Context: an optimization exercise on an open-source flow, tuned for small area. The choices shown serve that exercise and are no tape-out recipe.
Where RTL was checked, it was by simulation tests only, not by an equivalence proof against the original.
Power and IR drop assume default switching activity.

==> flow/design.v (excerpt) <==
module sd_channel (
  input  wire        clk,
  input  wire        rst,
  input  wire        start,
  input  wire [9:0]  osr,
  input  wire [6:0]  fosr,
  input  wire [3:0]  qual,
  input  wire        en_hi,
  input  wire        en_lo,
  input  wire [15:0] hi,
  input  wire [15:0] lo,
  input  wire        bit_valid,
  input  wire        bit_in,
  output wire        main_valid,
  output wire [23:0] main_code,
  output wire        main_ovr,
  output wire        fast_valid,
  output wire [15:0] fast_code,
  output wire        trip_hi,
  output wire        trip_lo,
  output reg         lost
);
  reg  [9:0]  rm1;        
  reg  [6:0]  f;
  reg  [3:0]  qu;
  reg         cen_hi, cen_lo;
  reg  [15:0] thr_hi, thr_lo;
  always @(posedge clk) begin
    if (start) begin
      rm1    <= osr_m1;
      f      <= fosr;
      qu     <= qual;
      cen_hi <= en_hi;
      cen_lo <= en_lo;
      thr_hi <= hi;
      thr_lo <= lo;
    end
  end
  wire [9:0] osr_m1;
  wire [6:0] fm1;
  sd_add #(.W(10)) u_osr_m1 (.a(osr), .b(10'h3ff), .ci(1'b0), .s(osr_m1), .co());
  sd_add #(.W(7))  u_fm1    (.a(f),   .b(7'h7f),   .ci(1'b0), .s(fm1),    .co());
  reg running;
  wire take = running && bit_valid;
  reg        pbit;        
  reg  [8:0] run_len;
  wire       have_last;
  wire       same  = have_last && (bit_in == pbit);
  wire       stuck = same && (run_len == 9'd255);
  wire       eval  = take && !stuck;
  always @(posedge clk) begin
    if (rst) begin
      running <= 1'b0;
      lost    <= 1'b0;
    end else if (start) begin
      running <= 1'b1;
      lost    <= 1'b0;
    end else if (take && stuck) begin
  ...
Size in the first run: ~110 I/O pins, roughly 22000 um^2 of cells after synthesis.
clock: 10.0 ns
lec_check: 0
cap_margin: 20
core_margin: 2
core_utilization: 40
cts_buf_list: sky130_fd_sc_hd__clkbuf_8
cts_cluster_diameter: 60
cts_cluster_size: 16
slew_margin: 20
standard.sh (not shown) runs the stock make flow with config.mk's settings and CLKGATE_MAP_FILE= SYNTH_SCRIPT=/design/flow/synth_recipe.tcl, a recipe that flattens the netlist after the stock synthesis.
==> flow/flow/run.sh <==
#!/bin/bash
# The standard layout (the standard.sh, standard synthesis unchanged), with
# two placement/CTS choices passed to ORFS through its own variables:
#  - every input and output port is still buffered, by buf_1 rather than the
#    delay buffer buffer_ports picks by default;
#  - clock tree synthesis without dummy loads.
# make's full output goes to standard_flow.log; each ORFS step keeps its own
# log under orfs/logs/.
set -euo pipefail
export BUFFER_PORTS_ARGS="-buffer_cell sky130_fd_sc_hd__buf_1"
export CTS_ARGS="-sink_clustering_enable -repair_clock_nets -dont_use_dummy_load -sink_clustering_size 16 -sink_clustering_max_diameter 60 -buf_list sky130_fd_sc_hd__clkbuf_8"
bash standard.sh finish > standard_flow.log 2>&1
Edit:
--- a/flow/design.v
+++ b/flow/design.v
@@ -4,22 +4,24 @@
   input  wire         first,
   input  wire [W-1:0] init,   
   input  wire [W-1:0] rem,    
   input  wire         in,     
   input  wire [W:0]   dm1,    
   output wire [W-1:0] rem_n,
   output wire         q
 );
   wire [W-1:0] prev = first ? init : rem;
   wire [W:0]   t    = {prev, in};
-  wire [W+1:0] s    = {1'b0, t} + {1'b1, ~dm1};    
-  assign q     = ~s[W+1];
+  wire [W:0]   s;                                   
+  wire         c;
+  sd_add #(.W(W+1)) u_sub (.a(t), .b(~dm1), .ci(1'b0), .s(s), .co(c));
+  assign q     = c;
   assign rem_n = q ? s[W-1:0] : t[W-1:0];
 endmodule
 module sd_add #(
   parameter W = 8
 ) (
   input  wire [W-1:0] a,
   input  wire [W-1:0] b,
   input  wire         ci,
   output wire [W-1:0] s,
   output wire         co
@@ -268,21 +270,21 @@
       clr2 <= 1'b1;
     end
   end
   reg [9:0] pc;           
   reg [1:0] ndec;         
   reg [6:0] mdc;
   wire [9:0] pc_dec;
   wire [6:0] mdc_dec;
   sd_add #(.W(10)) u_pcd (.a(pc), .b(10'h3ff), .ci(1'b0), .s(pc_dec), .co());
   sd_add #(.W(7))  u_mdd (.a(mdc), .b(7'h7f), .ci(1'b0), .s(mdc_dec), .co());          
-  wire      mdec = pc == 10'd3;
+  wire      mdec = pc == 10'd2;
   wire      fill = mact && mdec;
   reg [28:0] i1, i2, i3, z1, z2, z3;
   reg [28:0] xs;
   reg        c1, c2, c3, e1, e2, e3;
   reg        icy;         
   wire       inc, icin;
   wire ci1 = mf0 ? mbit : c1;        
   wire n1  = i1[0] ^ ~mbit ^ ci1;
   wire co1 = (i1[0] & ~mbit) | (i1[0] & ci1) | (~mbit & ci1);
   wire ci2 = mf0 ? 1'b0 : c2;
@@ -328,21 +330,21 @@
     z2 <= {fill ? m2 : z2[0], z2[28:1]};
     xs <= fill ? {m3, xs[28:1]} : inc ? {xs[0] ^ icin, xs[28:1]} : {xs[27:0], mq4};
     icy <= icin & xs[0];
     mr1 <= mr1_n;
     mr2 <= mr2_n;
     mr3 <= mr3_n;
     mr4 <= mr4_n;
   end
   always @(posedge clk) begin
     if (start) begin
-      pc   <= 10'd0;
+      pc   <= osr_m1;
       ndec <= 2'd0;
     end else if (mact && fend) begin
       pc <= (pc == 10'd0) ? rm1 : pc_dec;
       if (mdec && ndec != 2'd2) ndec <= ndec + 2'd1;
     end
     if (rst)                                       mdc <= 7'd0;
     else if (mact && fend && mdec && ndec == 2'd2) mdc <= 7'd85;
     else if (mdc != 7'd0)                          mdc <= mdc_dec;
   end
   wire        minex = (mr1 != 9'd0) || (mr2 != 9'd0) || (mr3 != 9'd0);
After rerunning: Now the flow finished but failed the layout checks on setup timing; sequential power is about the same; global-route usage rises by 0.16 points; clock power barely changes; total power drops by 4.5%; clock-buffer cell count is unchanged; via count shrinks by 5.6%; design area goes down by 0.94%; clock skew went down by 0.031 ns.

---

Another version of the RTL of sd_channel (not shown whole).
Size in the first run: about 1800 cells after synthesis, roughly 110 I/O pins, about 22000 um^2 of cells after synthesis.
export LEC_CHECK = 0
export CAP_MARGIN = 20
export CORE_MARGIN = 2
export CORE_UTILIZATION = 40
export CTS_BUF_LIST = sky130_fd_sc_hd__clkbuf_8
export CTS_CLUSTER_DIAMETER = 60
export CTS_CLUSTER_SIZE = 16
export SLEW_MARGIN = 20
create_clock -name core_clock -period 10.0 [get_ports {clk}]
Scripts as last shown in full above: flow/flow/run.sh
The starting point finished clean.
Rerun with:
--- a/flow/design.v
+++ b/flow/design.v
@@ -266,20 +266,18 @@
     end else if (clr && fend) begin
       if (clr2) clr <= 1'b0;
       clr2 <= 1'b1;
     end
   end
   reg [9:0] pc;           
   reg [1:0] ndec;         
-  reg [6:0] mdc;
+  reg [1:0] mk;           
   wire [9:0] pc_dec;
-  wire [6:0] mdc_dec;
   sd_add #(.W(10)) u_pcd (.a(pc), .b(10'h3ff), .ci(1'b0), .s(pc_dec), .co());
-  sd_add #(.W(7))  u_mdd (.a(mdc), .b(7'h7f), .ci(1'b0), .s(mdc_dec), .co());          
-  wire      mdec = pc == 10'd2;
+  wire      mdec = pc == 10'd3;
   wire      fill = mact && mdec;
   reg [28:0] i1, i2, i3, z1, z2, z3;
   reg [28:0] xs;
   reg        c1, c2, c3, e1, e2, e3;
   reg        icy;         
   wire       inc, icin;
   wire ci1 = mf0 ? mbit : c1;        
@@ -296,17 +294,17 @@
   wire eo1 = (n3 & ~z3[0]) | (n3 & bi1) | (~z3[0] & bi1);
   wire bi2 = mf0 ? 1'b1 : e2;
   wire m2  = m1 ^ ~z1[0] ^ bi2;
   wire eo2 = (m1 & ~z1[0]) | (m1 & bi2) | (~z1[0] & bi2);
   wire bi3 = mf0 ? 1'b1 : e3;
   wire m3  = m2 ^ ~z2[0] ^ bi3;
   wire eo3 = (m2 & ~z2[0]) | (m2 & bi3) | (~z2[0] & bi3);
-  wire       mfirst = mdc == 7'd85;
+  wire       mfirst = (mk == 2'd0) && mf0;
   wire       msg    = xs[28];
-  wire       min    = (mdc >= 7'd58) && xs[27];
+  wire       min    = (mk == 2'd0) && (mf != 5'd28) && xs[27];
   wire [8:0] minit  = msg ? rm1[8:0] : 9'd0;
   reg  [8:0] mr1, mr2, mr3;
   reg  [3:0] mr4;
   wire [8:0] mr1_n, mr2_n, mr3_n;
   wire [3:0] mr4_n;
   wire       mq1, mq2, mq3, mq4;
   sd_div #(.W(9)) u_m1 (.first(mfirst), .init(minit), .rem(mr1), .in(min),
@@ -331,31 +329,31 @@
     mr1 <= mr1_n;
     mr2 <= mr2_n;
     mr3 <= mr3_n;
     mr4 <= mr4_n;
   end
   always @(posedge clk) begin
     if (start) begin
-      pc   <= osr_m1;
+      pc   <= 10'd0;
       ndec <= 2'd0;
     end else if (mact && fend) begin
       pc <= (pc == 10'd0) ? rm1 : pc_dec;
       if (mdec && ndec != 2'd2) ndec <= ndec + 2'd1;
     end
-    if (rst)                                       mdc <= 7'd0;
-    else if (mact && fend && mdec && ndec == 2'd2) mdc <= 7'd85;
-    else if (mdc != 7'd0)                          mdc <= mdc_dec;
+    if (rst)                                       mk <= 2'd3;
+    else if (mact && fend && mdec && ndec == 2'd2) mk <= 2'd0;
+    else if (fend && mk != 2'd3)                   mk <= mk + 2'd1;
   end
   wire        minex = (mr1 != 9'd0) || (mr2 != 9'd0) || (mr3 != 9'd0);
   wire        mcar  = msg ? ({1'b0, mr4} + 5'd6 + minex >= 5'd14) : (mr4 >= 4'd7);
-  assign inc  = (mdc <= 7'd30) && (mdc >= 7'd2);
-  assign icin = (mdc == 7'd30) ? mcar : icy;
+  assign inc  = ((mk == 2'd1) && (mf >= 5'd26)) || ((mk == 2'd2) && (mf <= 5'd25));
+  assign icin = ((mk == 2'd1) && (mf == 5'd26)) ? mcar : icy;
   wire        movf  = xs[24] ^ xs[23];
   reg [1:0] mch;          
   always @(posedge clk) begin
     if (start)           mch <= 2'b00;
     else if (main_valid) mch <= {mch[0], movf};
   end
-  assign main_valid = mdc == 7'd1;
+  assign main_valid = (mk == 2'd2) && (mf == 5'd26);
   assign main_code  = movf ? (xs[24] ? 24'h800000 : 24'h7fffff) : xs[23:0];
   assign main_ovr   = movf || (mch != 2'b00);
 endmodule
The changed run finished clean.
Final area shrinks by 2.4%.
Via count shrinks by 2.0%.
Die area shrinks by about 2.8%.
Sequential share of layout area grows by 0.38 points.
Count of clock-buffer cells in the layout is unchanged.
Cell count shrinks by about 1.1%.
Combinational power shrinks by 19%.
Power shrinks by 8.7%.
Hold slack degrades by 0.0070 ns.
Worst setup slack degrades by 0.73 ns.
Global-route usage shrinks by 0.46 points.
Area after synthesis shrinks by 2.8%.
Wire length shrinks by 5.7%.

---

## old
Another version of the RTL of sd_channel (not shown whole).
Size: ~1,800 cells after synthesis, roughly 560 flip-flops, ~110 I/O pins, ~0.022 mm² of cells after synthesis.
clock: 10.0 ns
lec_check: 0
cap_margin: 20
core_margin: 2
core_utilization: 40
cts_buf_list: sky130_fd_sc_hd__clkbuf_8
cts_cluster_diameter: 60
cts_cluster_size: 16
slew_margin: 20
run.sh (not shown) runs the stock make flow with config.mk's settings and CLKGATE_MAP_FILE= SYNTH_SCRIPT=/design/flow/synth_recipe.tcl, a recipe that flattens the netlist after the stock synthesis.
Stock flow here: none of the scripts above is used.
#### Input delta (new over old)
--- a/flow/design.v
+++ b/flow/design.v
@@ -75,18 +75,18 @@
   end
   wire [9:0] osr_m1;
   wire [6:0] fm1;
   sd_add #(.W(10)) u_osr_m1 (.a(osr), .b(10'h3ff), .ci(1'b0), .s(osr_m1), .co());
   sd_add #(.W(7))  u_fm1    (.a(f),   .b(7'h7f),   .ci(1'b0), .s(fm1),    .co());
   reg running;
   wire take = running && bit_valid;
-  reg       have_last;
-  reg       last_bit;
-  reg [8:0] run_len;
-  wire       same  = have_last && (bit_in == last_bit);
+  reg        pbit;        
+  reg  [8:0] run_len;
+  wire       have_last;
+  wire       same  = have_last && (bit_in == pbit);
   wire       stuck = same && (run_len == 9'd255);
   wire       eval  = take && !stuck;
   always @(posedge clk) begin
     if (rst) begin
       running <= 1'b0;
       lost    <= 1'b0;
     end else if (start) begin
@@ -96,28 +96,22 @@
       running <= 1'b0;
       lost    <= 1'b1;
     end
   end
   wire [8:0] run_inc;
   sd_add #(.W(9)) u_run (.a(run_len), .b(9'd0), .ci(1'b1), .s(run_inc), .co());
   always @(posedge clk) begin
-    if (start) begin
-      have_last <= 1'b0;
-      run_len   <= 9'd0;
-    end else if (take) begin
-      have_last <= 1'b1;
-      last_bit  <= bit_in;
-      run_len   <= same ? run_inc : 9'd0;
-    end
+    if (start)     run_len <= 9'd0;
+    else if (take) run_len <= same ? run_inc : 9'd0;
   end
-  reg       pbit;         
   reg       upd;          
   reg       va, vb, vf;   
   reg [6:0] nb;           
   reg       wr;           
+  assign have_last = wr || (nb != 7'd0);
   wire       nb_ge_f, nb_ge_2f, nb_ge_2fm2;
   wire [6:0] nb_inc;
   sd_add #(.W(7)) u_nbf   (.a(nb), .b(~f), .ci(1'b1), .s(), .co(nb_ge_f));
   sd_add #(.W(8)) u_nb2f  (.a({1'b0, nb}), .b(~{f, 1'b0}), .ci(1'b1), .s(), .co(nb_ge_2f));
   sd_add #(.W(8)) u_nb2f2 (.a({1'b0, nb}), .b(~{fm1, 1'b0}), .ci(1'b1), .s(), .co(nb_ge_2fm2));
   sd_add #(.W(7)) u_nbi   (.a(nb), .b(7'd0), .ci(1'b1), .s(nb_inc), .co());
   always @(posedge clk) begin
==> summary.txt <==
Looking at final period utilization, new sits above old.
Worst-path cell with the longest stage delay: fa_1 -> new, a32oi_2 -> old
Maximum VDD drop ends up higher on old.
On core utilization of the finished layout, new and old are neck and neck.
Wire: new routes more than old
Between new and old, it is new whose power is higher, by about 0.9%.
Placer congestion estimate in new vs old: up 0.0099
Compared with old, new improves area after synthesis.
Only the layout flow was run in old; the RTL was not checked for function there.

-- port drivers added, routing unchanged --
No port has a modelled driver above. Below, the same layouts with a new extraction and two added sets of constraints. Step 1 assumes that a clkbuf_16 drives the clock port and a buf_2 every other input. Step 2 adds t to the input delays and takes it off the output delays; t is the mean of the earliest and latest rising clock arrival at the registers after step 1. Input paths then give back, and output paths get back, about the clock's delay inside the block. Three values: ideal ports, drivers, drivers and shift; two values: the first two.
run	t, ns	setup slack, ns	hold WS [ns]	slew at the worst register clock pin (ns)	cell pins on the clock port's net
the first run of note 1	0.648	1.936 / 1.936 / 1.936	0.270 / 0.270 / 0.270	0.10 / 0.10	1
the second run of note 1	0.657	-0.227 / -0.227 / -0.227	0.284 / 0.284 / 0.284	0.10 / 0.10	1
the first run of note 2	0.644	2.096 / 2.096 / 2.096	0.284 / 0.284 / 0.284	0.11 / 0.11	1
the second run of note 2	0.656	1.370 / 1.370 / 1.370	0.277 / 0.277 / 0.277	0.10 / 0.10	1
old	0.686	2.433 / 2.386 / 2.526	0.296 / 0.296 / 0.296	0.10 / 0.10	1
new	0.682	1.801 / 1.801 / 1.801	0.308 / 0.308 / 0.308	0.11 / 0.11	1
